Context: an optimization exercise on an open-source flow, tuned for small area, a short achievable clock period and few clock cycles per item. The choices shown serve that exercise and are no tape-out recipe. In this exercise RTL edits were held to simulation tests only and were not proved equivalent to the original. Power is estimated from default activity; no workload was simulated.

==> flow/design.v <==
module wave_codec (
    input  wire        clk,
    input  wire        rst,         
    input  wire        start,       
    input  wire [7:0]  cfg_q,       
    input  wire        cfg_pred2,   
    input  wire        in_valid,
    output wire        in_ready,
    input  wire [31:0] in_sample,   
    output wire        out_valid,
    input  wire        out_ready,
    output wire [7:0]  out_byte
);
    localparam [2:0] S_A   = 3'd0,    
                     S_B   = 3'd1,    
                     S_DIV = 3'd2,    
                     S_W   = 3'd3,    
                     S_I   = 3'd4;    
    reg [2:0]  state;
    reg        rdy;         
    reg [12:0] s8;          
    reg [14:0] s8x3;        
    reg        ll;          
    reg        pred2;
    reg [32:0] r1;          
    reg [34:0] xa;          
    reg        neg;
    reg [34:0] dq;          
    reg [12:0] rem;         
    reg [2:0]  lo3;         
    reg [3:0]  cnt;
    reg [34:0] zz;
    reg        ov;
    wire [15:0] remf = {rem, lo3};
    wire [15:0] h16  = {1'b0, s8, 2'b00};
    wire [15:0] u    = neg ? h16 : remf;
    wire [15:0] v    = neg ? remf : h16;
    wire [17:0] rlo  = {2'b0, xr[15:0]} + {2'b0, v} - {2'b0, u};
    wire [31:0] xr   = pred2 ? ~xa[32:1] : ~xa[31:0];    
    wire [16:0] xhi  = {xr[31], xr[31:16]};
    wire [16:0] xhp  = xhi + 17'd1;
    wire [16:0] xhm  = xhi - 17'd1;
    wire [16:0] rhi  = rlo[17] ? xhm : rlo[16] ? xhp : xhi;
    wire [32:0] rp   = {rhi, rlo[15:0]};
    wire [34:0] xs   = {{3{in_sample[31]}}, in_sample};
    wire [34:0] ra   = {{2{r1[32]}}, r1};
    wire [34:0] ua   = pred2 ? {18'd0, u, 1'b0} : {19'd0, u};
    wire [34:0] va   = pred2 ? ~{18'd0, v, 1'b0} : ~{19'd0, v};
    wire [34:0] hh   = {19'd0, h16};
    wire [34:0] cs1  = xa ^ ra ^ hh;
    wire [34:0] cc1  = {(xa[33:0] & ra[33:0]) | (xa[33:0] & hh[33:0]) | (ra[33:0] & hh[33:0]), 1'b1};
    wire [34:0] cs2  = cs1 ^ cc1 ^ ua;
    wire [34:0] cc2  = {(cs1[33:0] & cc1[33:0]) | (cs1[33:0] & ua[33:0]) | (cc1[33:0] & ua[33:0]), ll};
    wire [34:0] cs3  = cs2 ^ cc2 ^ va;
    wire [34:0] cc3  = {(cs2[33:0] & cc2[33:0]) | (cs2[33:0] & va[33:0]) | (cc2[33:0] & va[33:0]), 1'b0};
    wire [34:0] ap   = cs3 ^ cc3 ^ xs;
    wire [34:0] bp   = {(cs3[33:0] & cc3[33:0]) | (cs3[33:0] & xs[33:0]) | (cc3[33:0] & xs[33:0]), 1'b0};
    reg  [34:0] gg, pp;
    integer i, j;
    always @* begin
        gg = ap & bp;
        pp = ap ^ bp;
        for (i = 1; i <= 6; i = i + 1)
            for (j = (1 << i) - 1; j < 35; j = j + (1 << i)) begin
                gg[j] = gg[j] | (pp[j] & gg[j - (1 << (i - 1))]);
                pp[j] = pp[j] & pp[j - (1 << (i - 1))];
            end
        for (i = 6; i > 0; i = i - 1)
            for (j = (1 << i) + (1 << (i - 1)) - 1; j < 35; j = j + (1 << i)) begin
                gg[j] = gg[j] | (pp[j] & gg[j - (1 << (i - 1))]);
                pp[j] = pp[j] & pp[j - (1 << (i - 1))];
            end
    end
    wire [34:0] hp   = ap ^ bp;
    wire [34:0] w0   = hp ^ {gg[33:0], 1'b0};
    wire [34:0] w1   = hp ^ {gg[33:0] | pp[33:0], 1'b1};
    wire        neg_a = w0[34];
    wire [33:0] num_a = neg_a ? ~w0[33:0] : (ll ? w0[33:0] : w1[33:0]);
    wire [30:0] nq  = dq[33:3];
    wire c2  = ~|nq[30:15] & (nq[14:2]  < s8);
    wire c4  = ~|nq[30:17] & (nq[16:4]  < s8);
    wire c6  = ~|nq[30:19] & (nq[18:6]  < s8);
    wire c8  = ~|nq[30:21] & (nq[20:8]  < s8);
    wire c12 = ~|nq[30:25] & (nq[24:12] < s8);
    wire o2  = c2;
    wire o4  = c4  & ~c2;
    wire o6  = c6  & ~c4;
    wire o8  = c8  & ~c6;
    wire o12 = c12 & ~c8;
    wire o24 = ~c12;
    wire [14:0] tt_b =
          ({15{o2 }} & nq[14:0])
        | ({15{o4 }} & nq[16:2])
        | ({15{o6 }} & nq[18:4])
        | ({15{o8 }} & nq[20:6])
        | ({15{o12}} & nq[24:10])
        | ({15{o24}} & {6'd0, nq[30:22]});
    wire [32:0] dq_b =
          ({33{o4 }} & {nq[1:0],  31'd0})
        | ({33{o6 }} & {nq[3:0],  29'd0})
        | ({33{o8 }} & {nq[5:0],  27'd0})
        | ({33{o12}} & {nq[9:0],  23'd0})
        | ({33{o24}} & {nq[21:0], 11'd0});
    wire [3:0] cnt_b =
          ({4{o4 }} & 4'd1) | ({4{o6 }} & 4'd2) | ({4{o8 }} & 4'd3)
        | ({4{o12}} & 4'd5) | ({4{o24}} & 4'd11);
    wire        in_b = (state == S_B);
    wire [14:0] tt  = in_b ? tt_b : {rem, dq[34:33]};
    wire [32:0] dqs = in_b ? dq_b : dq[32:0];
    wire [15:0] d1  = {1'b0, tt} - {3'b0, s8};
    wire [15:0] d2  = {1'b0, tt} - {2'b0, s8, 1'b0};
    wire [15:0] d3  = {1'b0, tt} - {1'b0, s8x3};
    wire        g1  = ~d1[15];
    wire        g2  = ~d2[15];
    wire        g3  = ~d3[15];
    wire [12:0] rem_s = g3 ? d3[12:0] : g2 ? d2[12:0] : g1 ? d1[12:0] : tt[12:0];
    wire [34:0] dq_s  = {dqs, g2, g3 | (g1 & ~g2)};
    wire done_s = in_b ? (ll | o2) : (state == S_DIV) & (cnt == 4'd1);
    wire [34:0] zsrc = (in_b & ll) | (state == S_W) ? dq : dq_s;
    wire more   = |zz[34:7];
    wire can_ld = ~ov | (out_ready & ~more);
    wire ld_z   = can_ld & (done_s | (state == S_W));
    assign in_ready  = rdy;
    assign out_valid = ov;
    assign out_byte  = {more, zz[6:0]};
    wire [12:0] s8_in = {s8[5:0], 7'd0} - {5'd0, s8[5:0], 2'd0} + {7'd0, s8[5:0]};
    always @(posedge clk) begin
        if (rst) begin
            state <= S_A;
            rdy   <= 1'b1;
            ov    <= 1'b0;
        end else begin
            if (ld_z) begin
                zz <= {zsrc[33:0], neg};
                ov <= 1'b1;
            end else if (ov & out_ready) begin
                zz <= {7'd0, zz[34:7]};
                if (~more) ov <= 1'b0;
            end
            case (state)
                S_A, S_I: begin
                    if (start) begin
                        s8    <= {7'd0, cfg_q[5:0]};
                        ll    <= (cfg_q[5:0] == 6'd0);
                        pred2 <= cfg_pred2;
                        r1    <= 33'd0;
                        xa    <= {35{1'b1}};
                        neg   <= 1'b0;
                        rdy   <= 1'b0;
                        state <= S_I;
                    end else if (state == S_I) begin
                        s8    <= s8_in;
                        s8x3  <= {1'b0, s8[5:0], 8'd0} + {2'b0, s8[5:0], 7'd0} - {6'd0, s8[5:0], 3'd0} - {9'd0, s8[5:0]};
                        rem   <= {1'b0, s8_in[12:1]};
                        lo3   <= {s8_in[0], 2'b00};
                        rdy   <= 1'b1;
                        state <= S_A;
                    end else if (in_valid) begin
                        r1    <= pred2 ? rp : 33'd0;
                        xa    <= pred2 ? ~(xs << 1) : ~xs;
                        rdy   <= 1'b0;
                        neg   <= neg_a;
                        dq    <= {1'b0, num_a};
                        rem   <= 13'd0;
                        lo3   <= ll ? 3'd0 : num_a[2:0];
                        state <= S_B;
                    end
                end
                S_B: begin
                    if (~ll) begin
                        rem <= rem_s;
                        dq  <= dq_s;
                        cnt <= cnt_b;
                    end
                    if (done_s) begin
                        state <= ld_z ? S_A : S_W;
                        rdy   <= ld_z;
                    end else
                        state <= S_DIV;
                end
                S_DIV: begin
                    rem <= rem_s;
                    dq  <= dq_s;
                    cnt <= cnt - 4'd1;
                    if (done_s) begin
                        state <= ld_z ? S_A : S_W;
                        rdy   <= ld_z;
                    end
                end
                S_W: begin
                    if (ld_z) begin
                        state <= S_A;
                        rdy   <= 1'b1;
                    end
                end
                default: state <= S_A;
            endcase
        end
    end
endmodule
Settings: LEC_CHECK=0, CAP_MARGIN=20, CORE_MARGIN=2, CORE_UTILIZATION=60, PLACE_DENSITY=0.7, SETUP_SLACK_MARGIN=5, SLEW_MARGIN=20, TNS_END_PERCENT=100; clock period 12.0 ns.
run.sh (not shown) runs the stock make flow with config.mk's settings and CLKGATE_MAP_FILE= SYNTH_SCRIPT=/design/flow/synth_recipe.tcl, a recipe that flattens the netlist after the stock synthesis.
The baseline finished clean.
Testbench counts at the start, summed over its fixed seeds: cycles 25,884, items 9,600.
==> next run, changes <==
==> flow/flow/run.sh (new file) <==
#!/bin/bash
set -euo pipefail
bash standard.sh finish SETUP_SLACK_MARGIN=6 TNS_END_PERCENT=100 > layout_make.log 2>&1
==> flow/standard.sh (new file) <==
#!/bin/bash
# synth_recipe.tcl (not shown) runs the flow's synth.tcl, then flattens the netlist and writes it again
# the make line also repeats each setting of config.mk as NAME=value (left out here)
make -C /OpenROAD-flow-scripts/flow DESIGN_CONFIG=/design/flow/config.mk WORK_HOME=/design/flow/orfs CLKGATE_MAP_FILE= SYNTH_SCRIPT=/design/flow/synth_recipe.tcl "${@:-finish}"
- SETUP_SLACK_MARGIN: 5 -> default
- TNS_END_PERCENT: 100 -> default
removed: flow/run.sh
Result: Routed wire length increases by 6.1%. Hold slack degrades by 0.0068 ns. Core utilization increases by 4.7 points. Final cell count increases by 2.6%. Design area increases by 7.2%. Setup slack improves by 0.75 ns.
==> next run, changes <==
==> flow/run.sh (new file) <==
#!/bin/bash
# synth_recipe.tcl (not shown) runs the flow's synth.tcl, then flattens the netlist and writes it again
# the make line also repeats each setting of config.mk as NAME=value (left out here)
make -C /OpenROAD-flow-scripts/flow DESIGN_CONFIG=/design/flow/config.mk WORK_HOME=/design/flow/orfs CLKGATE_MAP_FILE= SYNTH_SCRIPT=/design/flow/synth_recipe.tcl finish
- CORE_UTILIZATION: 60 -> 55
- PLACE_DENSITY: 0.7 -> 0.65
- SETUP_SLACK_MARGIN: default -> 5
- TNS_END_PERCENT: default -> 100
removed: flow/flow/run.sh
removed: flow/standard.sh
Result:
- setup slack is worse by 0.78 ns
- cell area decreases by a few percent
- worst hold slack barely changes
- sequential share of layout area is higher by 1.6 points
- non-clock buffer count drops by 81
- via count shrinks by a few percent
==> next run, changes <==
- CORE_UTILIZATION: 55 -> 40
- PLACE_DENSITY: 0.65 -> 0.5
- The changed run completed without violations
- power goes up by about 1.8%
- setup slack gains 0.026 ns
- wire length rises by about 8%
- core utilization falls by 16 points
- synthesized area stays the same
- non-clock buffer count increases by 15
- final area increases by about 1.5%

[separate check: timing with driven ports]
The results above use ideal ports. As a check the final layouts listed here were re-extracted and re-timed, cells and wires unchanged. Step 1 assumes that a clkbuf_16 drives the clock port and a buf_2 every other input. Step 2 adds t to the input delays and takes it off the output delays; t is the mean of the earliest and latest rising clock arrival at the registers after step 1. Input paths then give back, and output paths get back, about the clock's delay inside the block. Three values: ideal, step 1, step 2; two values: the first two.
| run | t, ns | setup WS [ns] | latest minus earliest clock arrival (ns) |
|---|---|---|---|
| the first run | 0.522 | 5.295 / 5.295 / 4.808 | 0.023 / 0.023 |
| the second run | 0.522 | 6.049 / 6.065 / 5.543 | 0.014 / 0.014 |
| the third run | 0.532 | 5.269 / 5.269 / 4.936 | 0.018 / 0.018 |
| the fourth run | 0.554 | 5.295 / 5.295 / 4.934 | 0.012 / 0.012 |
After both steps every run listed still meets setup and hold. The setup slack of the second run, which loses most, moves by +0.016 ns with the drivers and by -0.506 ns with both steps.
